What follows belongs to an exercise in optimizing a design on an open flow for small area, a short achievable clock period and few clock cycles per item; a production flow would make more cautious choices. The RTL was checked by simulation tests, not by an equivalence proof against the original design. Power and IR drop assume default switching activity.

== main ==
==> flow/design.v <==
module comb_mgr (
    input             clk,
    input             rst,
    input             cmd_valid,
    output            cmd_ready,
    input      [2:0]  cmd_op,
    input      [23:0] cmd_arg,
    input      [7:0]  cmd_tag,
    input             cmd_fallback,
    output reg        rsp_valid,
    output reg        rsp_ok,
    output reg [31:0] rsp_data
);
    localparam NCELL = 16;
    integer c, i;
    reg         rdy_q;
    reg  [7:0]  do_q;         
    reg  [23:0] arg_q;
    reg  [7:0]  tag_q;
    reg         fb_q;
    reg  [11:0] pz_q;         
    reg         hinz_q;       
    reg  [7:0]  cdec_q;       
    reg  [15:0] idec_q;       
    assign cmd_ready = rdy_q;
    reg rst_q;
    always @(posedge clk) begin
        rst_q <= rst;
        if (rst) begin
            rdy_q <= 1'b0;
            do_q  <= 8'd0;
        end else begin
            rdy_q <= 1'b1;
            do_q  <= 8'd0;
            if (cmd_valid && rdy_q)
                do_q[cmd_op] <= 1'b1;
        end
        arg_q  <= cmd_arg;
        tag_q  <= cmd_tag;
        fb_q   <= cmd_fallback;
        for (i = 0; i < 12; i = i + 1)
            pz_q[i] <= !(cmd_arg[2*i+1] | cmd_arg[2*i]);
        hinz_q <= |cmd_arg[20:5];
        for (c = 0; c < 8; c = c + 1)
            cdec_q[c] <= cmd_arg[23:21] == c;
        for (i = 0; i < NCELL; i = i + 1)
            idec_q[i] <= cmd_arg[3:0] == i;
    end
    wire op_alloc   = do_q[0];
    wire op_free    = do_q[1];
    wire op_reclaim = do_q[2];
    wire op_config  = do_q[4];
    wire op_build   = do_q[5];
    reg  [NCELL-1:0] free_bit [0:7];    
    reg  [7:0]       cell_tag [0:7][0:NCELL-1];  
    reg  [4:0]       count     [0:7];    
    reg  [4:0]       cfg_count [0:7];    
    reg  [4:0]       low_thr   [0:7];
    reg  [4:0]       eff_high  [0:7];    
    reg              built;
    reg              build_err;
    wire [2:0] a_comb = arg_q[23:21];
    wire [3:0] a_idx  = arg_q[3:0];
    reg  [7:0] le;
    reg  [2:0] req;
    always @* begin
        for (c = 0; c < 8; c = c + 1)
            le[c] = !arg_q[9+2*c] && (&(pz_q | ((12'd1 << (c + 5)) - 12'd1))) &&
                    (!arg_q[8+2*c] || (&(pz_q | (12'hFFF << (c + 4)))));
        req = 3'd7;
        for (c = 7; c >= 0; c = c - 1)
            if (le[c]) req = c[2:0];
    end
    reg [NCELL-1:0] sel [0:7];
    always @* begin
        for (c = 0; c < 8; c = c + 1)
            for (i = 0; i < NCELL; i = i + 1)
                sel[c][i] = cdec_q[c] && idec_q[i];
    end
    reg  [7:0] cfg_big;
    wire       cfg_bad = |cfg_big;
    reg [7:0]       has_free, cand, srv_oh;
    reg [NCELL-1:0] first_oh [0:7];
    reg [3:0]       first_idx [0:7];
    reg [2:0]       srv_comb;
    reg [3:0]       srv_idx;
    wire            srv_found = |srv_oh;
    always @* begin
        for (c = 0; c < 8; c = c + 1) begin
            has_free[c]    = |free_bit[c];
            first_oh[c][0] = free_bit[c][0];
            for (i = 1; i < NCELL; i = i + 1)
                first_oh[c][i] = free_bit[c][i] && !(|(free_bit[c] & ((16'd1 << i) - 16'd1)));
            first_idx[c] = 4'd0;
            for (i = 0; i < NCELL; i = i + 1)
                first_idx[c] = first_idx[c] | (first_oh[c][i] ? i[3:0] : 4'd0);
        end
        cand = has_free & le;
        for (c = 0; c < 8; c = c + 1)
            srv_oh[c] = cand[c] && (fb_q ? !(|(cand & ((8'd1 << c) - 8'd1)))
                                         : (c == 0 || !le[c-1]));
        srv_comb = 3'd0;
        srv_idx  = 4'd0;
        for (c = 0; c < 8; c = c + 1) begin
            srv_comb = srv_comb | (srv_oh[c] ? c[2:0] : 3'd0);
            srv_idx  = srv_idx  | (srv_oh[c] ? first_idx[c] : 4'd0);
        end
    end
    wire fr_pre = op_free && !hinz_q && !arg_q[4];
    reg [NCELL-1:0] valid [0:7];      
    reg [NCELL-1:0] am    [0:7];      
    reg [NCELL-1:0] we    [0:7];      
    reg [NCELL-1:0] free_nx [0:7];
    reg [7:0]       c_free, c_am;     
    reg             setf;
    always @* begin
        c_free = 8'd0;
        c_am   = 8'd0;
        for (c = 0; c < 8; c = c + 1)
            for (i = 0; i < NCELL; i = i + 1) begin
                valid[c][i] = (i < count[c]);
                am[c][i]    = (cell_tag[c][i] == tag_q) && valid[c][i] && !free_bit[c][i];
                we[c][i]    = op_alloc && srv_oh[c] && first_oh[c][i];
                setf        = (op_reclaim && am[c][i]) ||
                              (fr_pre && sel[c][i] && am[c][i]);
                if (op_build)
                    free_nx[c][i] = !cfg_bad && (i < cfg_count[c]);
                else
                    free_nx[c][i] = (free_bit[c][i] || setf) && !we[c][i];
                c_free[c] = c_free[c] | (sel[c][i] & free_bit[c][i]);
                c_am[c]   = c_am[c]   | (sel[c][i] & am[c][i]);
            end
    end
    wire fr_invalid = hinz_q || (arg_q[4:0] >= count[a_comb]);
    wire [4:0] cf_low  = arg_q[12:8];
    wire [4:0] cf_high = arg_q[20:16];
    reg        v1, tick1, query1, lowclr1, build1, reclaim1, lasterr1, ok1;
    reg        free_op1;   
    reg        fr_idx1;    
    reg [7:0]  c_free1, c_am1;
    reg [31:0] lerr1;      
    reg [2:0]  comb1;    
    reg [6:0]  data1;    
    reg        afail1;   
    reg [2:0]  req1;
    reg        inv1;           
    always @(posedge clk) begin
        for (c = 0; c < 8; c = c + 1)
            for (i = 0; i < NCELL; i = i + 1)
                if (we[c][i])
                    cell_tag[c][i] <= tag_q;
        ok1   <= !(op_build && cfg_bad);
        comb1 <= a_comb;
        data1 <= op_alloc ? {srv_comb, srv_idx} : 7'd0;
        req1  <= req;
        inv1    <= fr_invalid;
        fr_idx1 <= !hinz_q && !arg_q[4];
        c_free1 <= c_free;
        c_am1   <= c_am;
        if (rst) begin
            v1       <= 1'b0;
            tick1    <= 1'b0;
            query1   <= 1'b0;
            lowclr1  <= 1'b0;
            build1   <= 1'b0;
            reclaim1 <= 1'b0;
            lasterr1 <= 1'b0;
            free_op1 <= 1'b0;
            afail1   <= 1'b0;
        end else begin
            v1       <= |do_q;
            tick1    <= do_q[3];
            query1   <= do_q[6];
            lowclr1  <= op_config && cf_low == 5'd0;
            build1   <= op_build;
            reclaim1 <= op_reclaim;
            lasterr1 <= do_q[7];
            free_op1 <= op_free;
            afail1   <= op_alloc && !srv_found;
        end
        lerr1 <= {tag_q, arg_q};
        if (rst_q) begin
            built     <= 1'b0;
            build_err <= 1'b0;
            for (c = 0; c < 8; c = c + 1) begin
                free_bit[c]  <= {NCELL{1'b0}};
                count[c]     <= 5'd0;
                cfg_count[c] <= 5'd0;
                cfg_big[c]   <= 1'b0;
                low_thr[c]   <= 5'd0;
                eff_high[c]  <= 5'd0;
            end
        end else begin
            for (c = 0; c < 8; c = c + 1)
                free_bit[c] <= free_nx[c];
            if (op_config) begin
                cfg_count[a_comb] <= arg_q[4:0];
                cfg_big[a_comb]   <= arg_q[4:0] > 5'd16;
                low_thr[a_comb]   <= cf_low;
                eff_high[a_comb]  <= (cf_high < cf_low) ? cf_low : cf_high;
            end
            if (op_build) begin
                built     <= !cfg_bad;
                build_err <= cfg_bad;
                for (c = 0; c < 8; c = c + 1)
                    count[c] <= cfg_bad ? 5'd0 : cfg_count[c];
            end
        end
    end
    reg [4:0] fcnt     [0:7];
    reg [4:0] run_min  [0:7];    
    reg [4:0] prev_min [0:7];
    reg [7:0] low_state;
    reg [6:0] ftot_a, ftot_b;     
    reg [31:0] last_err;
    reg [7:0]  fail_cnt [0:7];
    function [2:0] pop4(input [3:0] v);
        reg s01, c01, s23, c23;
        begin
            s01  = v[0] ^ v[1];
            c01  = v[0] & v[1];
            s23  = v[2] ^ v[3];
            c23  = v[2] & v[3];
            pop4 = {c01 & c23, c01 ^ c23 ^ (s01 & s23), s01 ^ s23};
        end
    endfunction
    function [4:0] pop16(input [15:0] v);
        reg [3:0] lo, hi;
        begin
            lo    = {1'b0, pop4(v[3:0])}  + {1'b0, pop4(v[7:4])};
            hi    = {1'b0, pop4(v[11:8])} + {1'b0, pop4(v[15:12])};
            pop16 = {1'b0, lo} + {1'b0, hi};
        end
    endfunction
    reg [4:0] pc [0:7];
    reg [4:0] minrun [0:7];
    reg [7:0] tk_set, tk_clr, tk_low;
    always @* begin
        for (c = 0; c < 8; c = c + 1) begin
            pc[c] = pop16(free_bit[c]);
            minrun[c] = (fcnt[c] < run_min[c]) ? fcnt[c] : run_min[c];
            tk_low[c] = low_state[c];
            tk_set[c] = 1'b0;
            tk_clr[c] = 1'b0;
            if (minrun[c] < low_thr[c] && !tk_low[c]) begin
                tk_set[c] = 1'b1;
                tk_low[c] = 1'b1;
            end
            if (tk_low[c] && fcnt[c] >= eff_high[c]) begin
                tk_clr[c] = 1'b1;
                tk_low[c] = 1'b0;
            end
        end
    end
    wire frfail1 = free_op1 && !(fr_idx1 && |c_am1);
    wire free1   = |c_free1;
    reg        v2, ok2, reclaim2;
    reg [31:0] data2;
    always @(posedge clk) begin
        ok2   <= ok1 && !afail1 && !frfail1;
        data2 <= {8'd0, data1[6:4], 17'd0, data1[3:0]};
        if (afail1)
            data2 <= {29'd0, req1};
        if (frfail1)
            data2 <= {30'd0, inv1 ? 2'd1 : free1 ? 2'd2 : 2'd3};
        if (tick1)
            data2 <= {16'd0, tk_clr, tk_set};
        if (query1)
            data2 <= {fail_cnt[comb1], 5'd0, build_err, built,
                      low_state[comb1], 3'd0, prev_min[comb1],
                      3'd0, fcnt[comb1]};
        if (lasterr1)
            data2 <= last_err;
        for (c = 0; c < 8; c = c + 1)
            fcnt[c] <= pc[c];
        ftot_a <= ({2'd0, fcnt[0]} + {2'd0, fcnt[1]}) + ({2'd0, fcnt[2]} + {2'd0, fcnt[3]});
        ftot_b <= ({2'd0, fcnt[4]} + {2'd0, fcnt[5]}) + ({2'd0, fcnt[6]} + {2'd0, fcnt[7]});
        v2       <= !rst && v1;
        reclaim2 <= reclaim1;
        if (rst_q) begin
            last_err  <= 32'd0;
            for (c = 0; c < 8; c = c + 1)
                fail_cnt[c] <= 8'd0;
            low_state <= 8'd0;
            for (c = 0; c < 8; c = c + 1) begin
                run_min[c]  <= 5'd0;
                prev_min[c] <= 5'd0;
            end
        end else begin
            if (frfail1)
                last_err <= lerr1;
            if (afail1 && fail_cnt[req1] != 8'hFF)
                fail_cnt[req1] <= fail_cnt[req1] + 8'd1;
            for (c = 0; c < 8; c = c + 1)
                run_min[c] <= minrun[c];
            if (tick1) begin
                low_state <= tk_low;
                for (c = 0; c < 8; c = c + 1) begin
                    prev_min[c] <= minrun[c];
                    run_min[c]  <= fcnt[c];
                end
            end
            if (lowclr1)
                low_state[comb1] <= 1'b0;
            if (build1)
                for (c = 0; c < 8; c = c + 1)
                    run_min[c] <= 5'd31;
        end
    end
    reg [6:0]  ftot_ap, ftot_bp;
    reg        v3, ok3, reclaim3;
    reg [31:0] data3;
    always @(posedge clk) begin
        ftot_ap  <= ftot_a;
        ftot_bp  <= ftot_b;
        ok3      <= ok2;
        reclaim3 <= reclaim2;
        data3    <= data2;
        v3       <= !rst && v2;
    end
    always @(posedge clk) begin
        rsp_valid <= !rst && v3;
        rsp_ok    <= ok3;
        rsp_data  <= reclaim3 ? {24'd0, ({1'b0, ftot_a} - {1'b0, ftot_ap}) +
                                        ({1'b0, ftot_b} - {1'b0, ftot_bp})} : data3;
    end
endmodule
==> flow/config.mk <==
export PLATFORM = sky130hd
export DESIGN_NAME = comb_mgr
export DESIGN_NICKNAME = comb_mgr
export VERILOG_FILES = /design/flow/design.v
export SDC_FILE = /design/flow/constraint.sdc
export NUM_CORES = 4
export LEC_CHECK = 0
export ABC_CLOCK_PERIOD_IN_PS = 3500
export CAP_MARGIN = 20
export CORE_MARGIN = 2
export CORE_UTILIZATION = 40
export SLEW_MARGIN = 20
==> flow/constraint.sdc <==
create_clock -name core_clock -period 12.0 [get_ports {clk}]
set_input_delay 2.4000 -clock core_clock [delete_from_list [all_inputs] [get_ports {clk}]]
set_output_delay 2.4000 -clock core_clock [all_outputs]
set_load 0.01 [all_outputs]
standard.sh (not shown) runs the stock make flow with config.mk's settings and CLKGATE_MAP_FILE= SYNTH_SCRIPT=/design/flow/synth_recipe.tcl, a recipe that flattens the netlist after the stock synthesis.
==> flow/flow/run.sh <==
#!/bin/bash
# Standard ORFS layout (standard.sh), with two changes made through make
# variables: timing repair aims at a setup slack margin well inside the
# clock period, and clock tree synthesis uses larger sink clusters and no
# dummy loads. make's full output goes to standard_make.log; each ORFS step
# keeps its own log under orfs/logs/.
set -euo pipefail
bash standard.sh SETUP_SLACK_MARGIN=8.5 TNS_END_PERCENT=100 \
  "CTS_ARGS=-sink_clustering_enable -repair_clock_nets -dont_use_dummy_load -sink_clustering_size 22 -sink_clustering_max_diameter 100" \
  finish > standard_make.log 2>&1
Testbench counts of main, summed over its fixed seeds: cycles 24,112, items 24,072.
### main -> the feature branch
diff --git a/flow/design.v b/flow/design.v
--- a/flow/design.v
+++ b/flow/design.v
@@ -17,13 +17,18 @@
     reg  [7:0]  do_q;         
     reg  [23:0] arg_q;
     reg  [7:0]  tag_q;
     reg         fb_q;
-    reg  [11:0] pz_q;         
+    reg  [7:0]  le_q;         
     reg         hinz_q;       
     reg  [7:0]  cdec_q;       
     reg  [15:0] idec_q;       
     assign cmd_ready = rdy_q;
+    reg [7:0] le_d;
+    always @* begin
+        for (c = 0; c < 8; c = c + 1)
+            le_d[c] = (cmd_arg <= (24'd256 << (2 * c)));
+    end
     reg rst_q;
     always @(posedge clk) begin
         rst_q <= rst;
         if (rst) begin
@@ -37,10 +42,9 @@
         end
         arg_q  <= cmd_arg;
         tag_q  <= cmd_tag;
         fb_q   <= cmd_fallback;
-        for (i = 0; i < 12; i = i + 1)
-            pz_q[i] <= !(cmd_arg[2*i+1] | cmd_arg[2*i]);
+        le_q   <= le_d;
         hinz_q <= |cmd_arg[20:5];
         for (c = 0; c < 8; c = c + 1)
             cdec_q[c] <= cmd_arg[23:21] == c;
         for (i = 0; i < NCELL; i = i + 1)
@@ -60,17 +64,18 @@
     reg              built;
     reg              build_err;
     wire [2:0] a_comb = arg_q[23:21];
     wire [3:0] a_idx  = arg_q[3:0];
-    reg  [7:0] le;
+    wire       big = !le_q[7];
+    reg  [7:0] elig;
     reg  [2:0] req;
     always @* begin
-        for (c = 0; c < 8; c = c + 1)
-            le[c] = !arg_q[9+2*c] && (&(pz_q | ((12'd1 << (c + 5)) - 12'd1))) &&
-                    (!arg_q[8+2*c] || (&(pz_q | (12'hFFF << (c + 4)))));
         req = 3'd7;
         for (c = 7; c >= 0; c = c - 1)
-            if (le[c]) req = c[2:0];
+            if (le_q[c]) req = c[2:0];
+        for (c = 0; c < 8; c = c + 1)
+            elig[c] = !big && (c == 0 ? le_q[0] :
+                               ((le_q[c] && !le_q[c-1]) || (fb_q && le_q[c-1])));
     end
     reg [NCELL-1:0] sel [0:7];
     always @* begin
         for (c = 0; c < 8; c = c + 1)
@@ -83,9 +88,9 @@
     reg [NCELL-1:0] first_oh [0:7];
     reg [3:0]       first_idx [0:7];
     reg [2:0]       srv_comb;
     reg [3:0]       srv_idx;
-    wire            srv_found = |srv_oh;
+    wire            srv_found = |cand;
     always @* begin
         for (c = 0; c < 8; c = c + 1) begin
             has_free[c]    = |free_bit[c];
             first_oh[c][0] = free_bit[c][0];
@@ -94,12 +99,12 @@
             first_idx[c] = 4'd0;
             for (i = 0; i < NCELL; i = i + 1)
                 first_idx[c] = first_idx[c] | (first_oh[c][i] ? i[3:0] : 4'd0);
         end
-        cand = has_free & le;
-        for (c = 0; c < 8; c = c + 1)
-            srv_oh[c] = cand[c] && (fb_q ? !(|(cand & ((8'd1 << c) - 8'd1)))
-                                         : (c == 0 || !le[c-1]));
+        cand = has_free & elig;
+        srv_oh[0] = cand[0];
+        for (c = 1; c < 8; c = c + 1)
+            srv_oh[c] = cand[c] && !(|(cand & ((8'd1 << c) - 8'd1)));
         srv_comb = 3'd0;
         srv_idx  = 4'd0;
         for (c = 0; c < 8; c = c + 1) begin
             srv_comb = srv_comb | (srv_oh[c] ? c[2:0] : 3'd0);
@@ -210,9 +215,9 @@
     reg [4:0] fcnt     [0:7];
     reg [4:0] run_min  [0:7];    
     reg [4:0] prev_min [0:7];
     reg [7:0] low_state;
-    reg [6:0] ftot_a, ftot_b;     
+    reg [7:0] ftot;               
     reg [31:0] last_err;
     reg [7:0]  fail_cnt [0:7];
     function [2:0] pop4(input [3:0] v);
         reg s01, c01, s23, c23;
@@ -272,10 +277,10 @@
         if (lasterr1)
             data2 <= last_err;
         for (c = 0; c < 8; c = c + 1)
             fcnt[c] <= pc[c];
-        ftot_a <= ({2'd0, fcnt[0]} + {2'd0, fcnt[1]}) + ({2'd0, fcnt[2]} + {2'd0, fcnt[3]});
-        ftot_b <= ({2'd0, fcnt[4]} + {2'd0, fcnt[5]}) + ({2'd0, fcnt[6]} + {2'd0, fcnt[7]});
+        ftot <= (({3'd0, fcnt[0]} + {3'd0, fcnt[1]}) + ({3'd0, fcnt[2]} + {3'd0, fcnt[3]})) +
+                (({3'd0, fcnt[4]} + {3'd0, fcnt[5]}) + ({3'd0, fcnt[6]} + {3'd0, fcnt[7]}));
         v2       <= !rst && v1;
         reclaim2 <= reclaim1;
         if (rst_q) begin
             last_err  <= 32'd0;
@@ -306,22 +311,20 @@
                 for (c = 0; c < 8; c = c + 1)
                     run_min[c] <= 5'd31;
         end
     end
-    reg [6:0]  ftot_ap, ftot_bp;
+    reg [7:0]  ftot_p;
     reg        v3, ok3, reclaim3;
     reg [31:0] data3;
     always @(posedge clk) begin
-        ftot_ap  <= ftot_a;
-        ftot_bp  <= ftot_b;
+        ftot_p   <= ftot;
         ok3      <= ok2;
         reclaim3 <= reclaim2;
         data3    <= data2;
         v3       <= !rst && v2;
     end
     always @(posedge clk) begin
         rsp_valid <= !rst && v3;
         rsp_ok    <= ok3;
-        rsp_data  <= reclaim3 ? {24'd0, ({1'b0, ftot_a} - {1'b0, ftot_ap}) +
-                                        ({1'b0, ftot_b} - {1'b0, ftot_bp})} : data3;
+        rsp_data  <= reclaim3 ? {24'd0, ftot - ftot_p} : data3;
     end
 endmodule
Notes after the runs:
Diff main and the feature branch: worst path buffer plus inverter count lower in main
On reg2reg setup slack: the feature branch sits below main.
From main to the feature branch the numbers moved as follows: routed wire length flat, share of total power in combinational logic up 1.8 points, global-route wire length before repair flat, design area flat.
Compared the feature branch against main; global-route usage within noise.
Comparing minimum period implied by the final worst setup slack for main and the feature branch, the smaller number came from main.
| data required time of the critical path | higher: the feature branch |
Testbench counts of the feature branch, summed over its fixed seeds: cycles 24,112, items 24,072.

-- afterwards: timing with drivers on the ports --
The flow's constraints put no driver on any port. The routed layouts listed below were extracted and timed again, unchanged, in two steps. Step 1: set_driving_cell puts a clkbuf_16 on clk and a buf_2 on each other input, an assumption about the parent block. Step 2 moves the port delays by t, midway between the first and last clock arrival at a register: inputs arrive t later, outputs are due t later. That takes back most of the time a late clock gives input paths. Three values: ideal, step 1, step 2; two values: the first two.
run	t (ns)	setup slack, ns	hold slack, ns	worst setup path at the end
main	0.861	8.337 / 8.247 / 8.012	0.302 / 0.302 / 0.302	input to register
the feature branch	0.838	8.199 / 8.234 / 7.397	0.253 / 0.253 / 0.253	input to register
After both steps every run listed still meets setup and hold. For the feature branch, which loses most, drivers alone change the setup slack by +0.035 ns; drivers and shift together by -0.802 ns.
